Context: an optimization exercise on an open-source flow, tuned for small area, a short achievable clock period and few clock cycles per item. The choices shown serve that exercise and are no tape-out recipe.
Only simulation tests tie the RTL to the original design; equivalence was not proved.
No activity file was given, so power comes from the tool's default toggle rates.

Design olx_fpu32, start of the top module:
module olx_fpu32 (
    input  wire        clk,
    input  wire        rst,
    input  wire        in_valid,
    output wire        in_ready,
    input  wire [3:0]  in_op,
    input  wire [31:0] in_a,
    input  wire [31:0] in_b,
    input  wire [31:0] in_c,
    output reg         out_valid,
    output reg  [31:0] out_result
);
Size in the first run: about 7800 cells after synthesis, roughly 140 I/O pins, roughly 52000 µm² of cells after synthesis.
make LEC_CHECK=0 ABC_AREA=1 CAP_MARGIN=20 CORE_MARGIN=2 CORE_UTILIZATION=40 SLEW_MARGIN=20 finish   # period 32.0 ns
run.sh (not shown) runs the stock make flow with config.mk's settings and CLKGATE_MAP_FILE= SYNTH_SCRIPT=/design/flow/synth_recipe.tcl, a recipe that flattens the netlist after the stock synthesis.
Testbench counts at the start, summed over its fixed seeds: cycles 80,016, items 80,000.
Then changed:
--- a/flow/config.mk
+++ b/flow/config.mk
@@ -6,5 +6,4 @@
 export NUM_CORES = 4
 export LEC_CHECK = 0
-export ABC_AREA = 1
 export CAP_MARGIN = 20
 export CORE_MARGIN = 2
The new run ran to the end with no violations; die area fell by 7.2%; cell area goes down by 6.2%; count of clock-buffer cells in the layout fell by 1.

* * *

olx_fpu32, a different RTL version from the one above (not shown whole).
Size: roughly 5100 cells after synthesis, about 440 flip-flops, ~140 I/O pins.
// olx_fpu32
module olx_fpu32 (
    input  wire        clk,
    input  wire        rst,
    input  wire        in_valid,
    output wire        in_ready,
    input  wire [3:0]  in_op,
    input  wire [31:0] in_a,
    input  wire [31:0] in_b,
    input  wire [31:0] in_c,
    output reg         out_valid,
    output reg  [31:0] out_result
);
export LEC_CHECK = 0
export CAP_MARGIN = 20
export CORE_MARGIN = 2
export CORE_UTILIZATION = 65
export PLACE_DENSITY = 0.75
export SLEW_MARGIN = 20
export SYNTH_HIERARCHICAL = 1
create_clock -name core_clock -period 32.0 [get_ports {clk}]
The baseline ran to the end with no violations.
Testbench counts at the start, summed over its fixed seeds: cycles 80,016, items 80,000.
Next try:
==> flow/flow/run.sh (new file) <==
#!/bin/bash
# Standard layout (the standard.sh, all steps), with the port buffers that
# ORFS inserts during placement made of buf_2 cells instead of the default.
set -e
export BUFFER_PORTS_ARGS="-buffer_cell sky130_fd_sc_hd__buf_2"
bash standard.sh > standard_flow.log 2>&1
==> flow/standard.sh (new file) <==
#!/bin/bash
# synth_recipe.tcl (not shown) runs the flow's synth.tcl, then flattens the netlist and writes it again
# the make line also repeats each setting of config.mk as NAME=value (left out here)
make -C /OpenROAD-flow-scripts/flow DESIGN_CONFIG=/design/flow/config.mk WORK_HOME=/design/flow/orfs CLKGATE_MAP_FILE= SYNTH_SCRIPT=/design/flow/synth_recipe.tcl "${@:-finish}"
removed: flow/run.sh
Effect:
- The new run passed the timing, design-rule and antenna checks
- power came out lower by 2.1%
- core utilization came out lower by 1.0 points
- cell area shrinks by 1.4%
- synthesized area is unchanged
- non-clock buffer count fell by 1

* * *

== job 101 ==
Another version of the RTL of olx_fpu32 (not shown whole).
Size: about 5100 cells after synthesis, about 0.045 mm² of cells after synthesis.
clock: 32.0 ns
lec_check: 0
cap_margin: 20
core_margin: 2
core_utilization: 70
place_density: 0.8
slew_margin: 20
synth_hierarchical: 1
standard.sh (not shown) runs the stock make flow with config.mk's settings and CLKGATE_MAP_FILE= SYNTH_SCRIPT=/design/flow/synth_recipe.tcl, a recipe that flattens the netlist after the stock synthesis.
==> flow/flow/run.sh <==
#!/bin/bash
# Standard layout (the standard.sh, all steps), with the port buffers that
# ORFS inserts during placement made of buf_2 cells instead of the default.
set -e
export BUFFER_PORTS_ARGS="-buffer_cell sky130_fd_sc_hd__buf_2"
bash standard.sh > standard_flow.log 2>&1
Job 101 completed; timing, DRC and antenna clean
Testbench counts of job 101, summed over its fixed seeds: cycles 80,016, items 80,000.
diff inputs: job 101 => job 102
# job 101
export LEC_CHECK = 0
export CAP_MARGIN = 20
export CORE_MARGIN = 2
export CORE_UTILIZATION = 70
export PLACE_DENSITY = 0.8
export SLEW_MARGIN = 20
export SYNTH_HIERARCHICAL = 1
create_clock -name core_clock -period 32.0 [get_ports {clk}]
# job 102
export LEC_CHECK = 0
export CAP_MARGIN = 20
export CORE_MARGIN = 2
export CORE_UTILIZATION = 65
export PLACE_DENSITY = 0.75
export SLEW_MARGIN = 20
export SYNTH_HIERARCHICAL = 1
create_clock -name core_clock -period 32.0 [get_ports {clk}]
[summary]
Job 102 vs job 101 — worst-case clock skew rose 22 ps. Side by side, routed wire length turned out higher in job 102 than in job 101. Going from job 101 to job 102, overall fraction of global-route tracks in use went down 3.2 points, switching part of the total power stayed essentially flat, number of standard cells in the layout, taps in and fillers out went up 52.

==> afterwards: timing with drivers on the ports <==
The results above use ideal ports. As a check the final layouts listed here were re-extracted and re-timed, cells and wires unchanged.
Step 1 (the two cells are an assumption about what drives the block):
set clk [get_ports {clk}]
set_driving_cell -lib_cell sky130_fd_sc_hd__clkbuf_16 $clk
set_driving_cell -lib_cell sky130_fd_sc_hd__buf_2 [delete_from_list [all_inputs] $clk]
Step 2, shift: input delay + t, output delay - t, t = (earliest + latest rising clock arrival at the registers) / 2. This alone moves slack from input paths to output paths.
Slacks: no drivers / after step 1 / after step 2; pairs: no drivers / after step 1.
run	shift t [ns]	slack for setup (ns)	hold slack, ns	slew at the worst register clock pin (ns)	cell pins on the clock port's net
the first run of note 1	0.744	23.234 / 23.278 / 22.533	0.322 / 0.322 / 0.322	0.08 / 0.08	1
the second run of note 1	0.740	22.980 / 22.980 / 22.980	0.324 / 0.324 / 0.324	0.07 / 0.07	1
the first run of note 2	0.673	24.136 / 24.066 / 23.737	0.295 / 0.295 / 0.295	0.08 / 0.08	1
the second run of note 2	0.682	24.198 / 24.198 / 24.092	0.326 / 0.326 / 0.326	0.07 / 0.07	1
job 101	0.708	22.250 / 22.250 / 22.250	0.324 / 0.324 / 0.324	0.07 / 0.07	1
job 102	0.705	23.164 / 23.164 / 23.164	0.327 / 0.327 / 0.327	0.07 / 0.07	1
After both steps every run listed still meets setup and hold. The setup slack of the first run of note 1, which loses most, moves by +0.044 ns with the drivers and by -0.701 ns with both steps.
